This design comes from an exercise in tuning for small area and a short achievable clock period on the open sky130 flow, not from production work. Function was checked by simulation only, so behaviour that the tests miss may differ from the original.

## ecc_rmw
module ecc_rmw (
    input  wire        clk,
    input  wire        rst,           
    input  wire        in_valid,
    input  wire [71:0] in_rd_cw,      
    input  wire [63:0] in_wdata,      
    input  wire [7:0]  in_wmask,      
    input  wire [7:0]  in_wpar,       
    output reg         out_valid,
    output reg  [63:0] out_rdata,     
    output reg  [7:0]  out_rpar,      
    output reg  [7:0]  out_syndrome,  
    output reg         out_sbe,       
    output reg         out_ded,       
    output reg  [71:0] out_wr_cw,     
    output reg         out_poison     
);
Size: about 300 flip-flops, ~310 I/O pins, about 14000 um2 of cells after synthesis.
Settings: LEC_CHECK=0, ABC_AREA=1, CAP_MARGIN=20, CORE_MARGIN=2, CORE_UTILIZATION=40, SETUP_SLACK_MARGIN=3.25, SLEW_MARGIN=20; clock period 5.5 ns.
standard.sh (not shown) runs the stock make flow with config.mk's settings and CLKGATE_MAP_FILE= SYNTH_SCRIPT=/design/flow/synth_recipe.tcl, a recipe that flattens the netlist after the stock synthesis.
==> flow/flow/run.sh <==
#!/bin/bash
# Standard layout with plain port buffers, no CTS dummy loads.
set -euo pipefail
export BUFFER_PORTS_ARGS="-buffer_cell sky130_fd_sc_hd__buf_2"
export CTS_ARGS="-sink_clustering_enable -repair_clock_nets -dont_use_dummy_load"
bash standard.sh > standard.log 2>&1
The starting point completed without violations.
Next try:
--- a/flow/design.v
+++ b/flow/design.v
@@ -187,44 +187,54 @@
             s0_valid <= 1'b0;
         end else begin
             s0_valid <= in_valid;
         end
         s0_rd_data  <= in_rd_cw[63:0];
         s0_syn      <= in_syn;
         s0_wdata    <= in_wdata;
         s0_wmask    <= in_wmask;
         s0_wpar_err <= |in_wpar_err;
     end
+    reg [15:0] syn_lo, syn_hi;
+    always @(*) begin
+        for (k = 0; k < 16; k = k + 1) begin
+            syn_lo[k] = (s0_syn[3:0] == k);
+            syn_hi[k] = (s0_syn[7:4] == k);
+        end
+    end
     reg [63:0] flip_data;
     reg [7:0]  flip_check;
+    reg [7:0]  flip_byte;    
     always @(*) begin
         for (k = 0; k < 64; k = k + 1)
-            flip_data[k] = (s0_syn == HCOL[8*k +: 8]);
-        for (k = 0; k < 8; k = k + 1)
+            flip_data[k] = syn_lo[HCOL[8*k +: 4]] & syn_hi[HCOL[8*k+4 +: 4]];
+        for (k = 0; k < 8; k = k + 1) begin
             flip_check[k] = (s0_syn == (8'h01 << k));
+            flip_byte[k]  = |flip_data[8*k +: 8];
+        end
     end
-    wire sbe = (|flip_data) | (|flip_check);
+    wire sbe = (|flip_byte) | (|flip_check);
     wire ded = (s0_syn != 8'h00) && !sbe;
     wire [63:0] corr_data = s0_rd_data ^ flip_data;
     reg [7:0] corr_par;
     always @(*) begin
         for (k = 0; k < 8; k = k + 1)
-            corr_par[k] = ~^corr_data[8*k +: 8];
+            corr_par[k] = ~^s0_rd_data[8*k +: 8] ^ flip_byte[k];
     end
     reg [63:0] merged;
     reg [63:0] premerged;
     reg [7:0]  kept_flip;    
     always @(*) begin
         for (k = 0; k < 8; k = k + 1) begin
             merged[8*k +: 8]    = s0_wmask[k] ? s0_wdata[8*k +: 8] : corr_data[8*k +: 8];
             premerged[8*k +: 8] = s0_wmask[k] ? s0_wdata[8*k +: 8] : s0_rd_data[8*k +: 8];
-            kept_flip[k]        = !s0_wmask[k] && (|flip_data[8*k +: 8]);
+            kept_flip[k]        = !s0_wmask[k] && flip_byte[k];
         end
     end
     wire need_read = (s0_wmask != 8'hff);
     wire poison    = (need_read && ded) || s0_wpar_err;
     wire pm_check_t0 = premerged[56] ^ premerged[58];
     wire pm_check_t1 = premerged[59] ^ premerged[60];
     wire pm_check_t2 = premerged[57] ^ premerged[61];
     wire pm_check_t3 = premerged[35] ^ premerged[62];
     wire pm_check_t4 = premerged[53] ^ premerged[63];
     wire pm_check_t5 = premerged[12] ^ pm_check_t2;
@@ -356,22 +366,22 @@
     wire pm_check_t131 = pm_check_t129 ^ pm_check_t130;
     wire pm_check_t132 = premerged[40] ^ premerged[43];
     wire pm_check_t133 = premerged[44] ^ premerged[47];
     wire pm_check_t134 = premerged[52] ^ pm_check_t13;
     wire pm_check_t135 = pm_check_t132 ^ pm_check_t133;
     wire pm_check_t136 = pm_check_t41 ^ pm_check_t134;
     wire pm_check_t137 = pm_check_t135 ^ pm_check_t46;
     wire pm_check_t138 = pm_check_t48 ^ pm_check_t136;
     wire pm_check_t139 = pm_check_t137 ^ pm_check_t138;
     wire [7:0] pm_check = {pm_check_t139, pm_check_t131, pm_check_t120, pm_check_t108, pm_check_t96, pm_check_t84, pm_check_t76, pm_check_t62};
-    wire [7:0] new_check = pm_check
-                         ^ ((|kept_flip) ? s0_syn : 8'h00)
+    wire [7:0] pm_check_corr = pm_check ^ s0_syn;
+    wire [7:0] new_check = ((|kept_flip) ? pm_check_corr : pm_check)
                          ^ (poison ? POISON_MASK : 8'h00);
     always @(posedge clk) begin
         if (rst) begin
             out_valid <= 1'b0;
         end else begin
             out_valid <= s0_valid;
         end
         out_rdata    <= corr_data;
         out_rpar     <= corr_par;
         out_syndrome <= s0_syn;
=> Clock skew is lower by 67 ps. Count of clock-buffer cells in the layout is lower by 4. Synthesized area is higher by 1.3%. Non-clock buffer count is lower by 3. Maximum frequency is higher by 1.6%. Die area is higher by 1.2%. Wire length is higher by 2.1%. Flip-flop and latch count stays the same. Hold slack loses 5.2 ps. Setup slack gains 34 ps.

## port drivers added, routing unchanged
In the flow no input, the clock included, has a driving cell. The finished layouts below were timed again as built, in two steps.
Step 1 (the two cells are an assumption about what drives the block):
set clk [get_ports {clk}]
set_driving_cell -lib_cell sky130_fd_sc_hd__clkbuf_16 $clk
set_driving_cell -lib_cell sky130_fd_sc_hd__buf_2 [delete_from_list [all_inputs] $clk]
Step 2 adds t to the input delays and takes it off the output delays; t is the mean of the earliest and latest rising clock arrival at the registers after step 1. Input paths then give back, and output paths get back, about the clock's delay inside the block.
Slacks: no drivers / after step 1 / after step 2; pairs: no drivers / after step 1.
| run | shift t [ns] | setup WS [ns] | worst hold slack (ns) | cell pins on the clock port's net |
|---|---|---|---|---|
| the first run | 0.552 | 3.282 / 3.278 / 2.768 | 0.411 / 0.411 / 0.411 | 1 |
| the second run | 0.613 | 3.316 / 3.285 / 2.741 | 0.406 / 0.406 / 0.406 | 1 |
After both steps setup and hold are still met in every run listed. The setup slack of the second run, which loses most, moves by -0.031 ns with the drivers and by -0.575 ns with both steps.
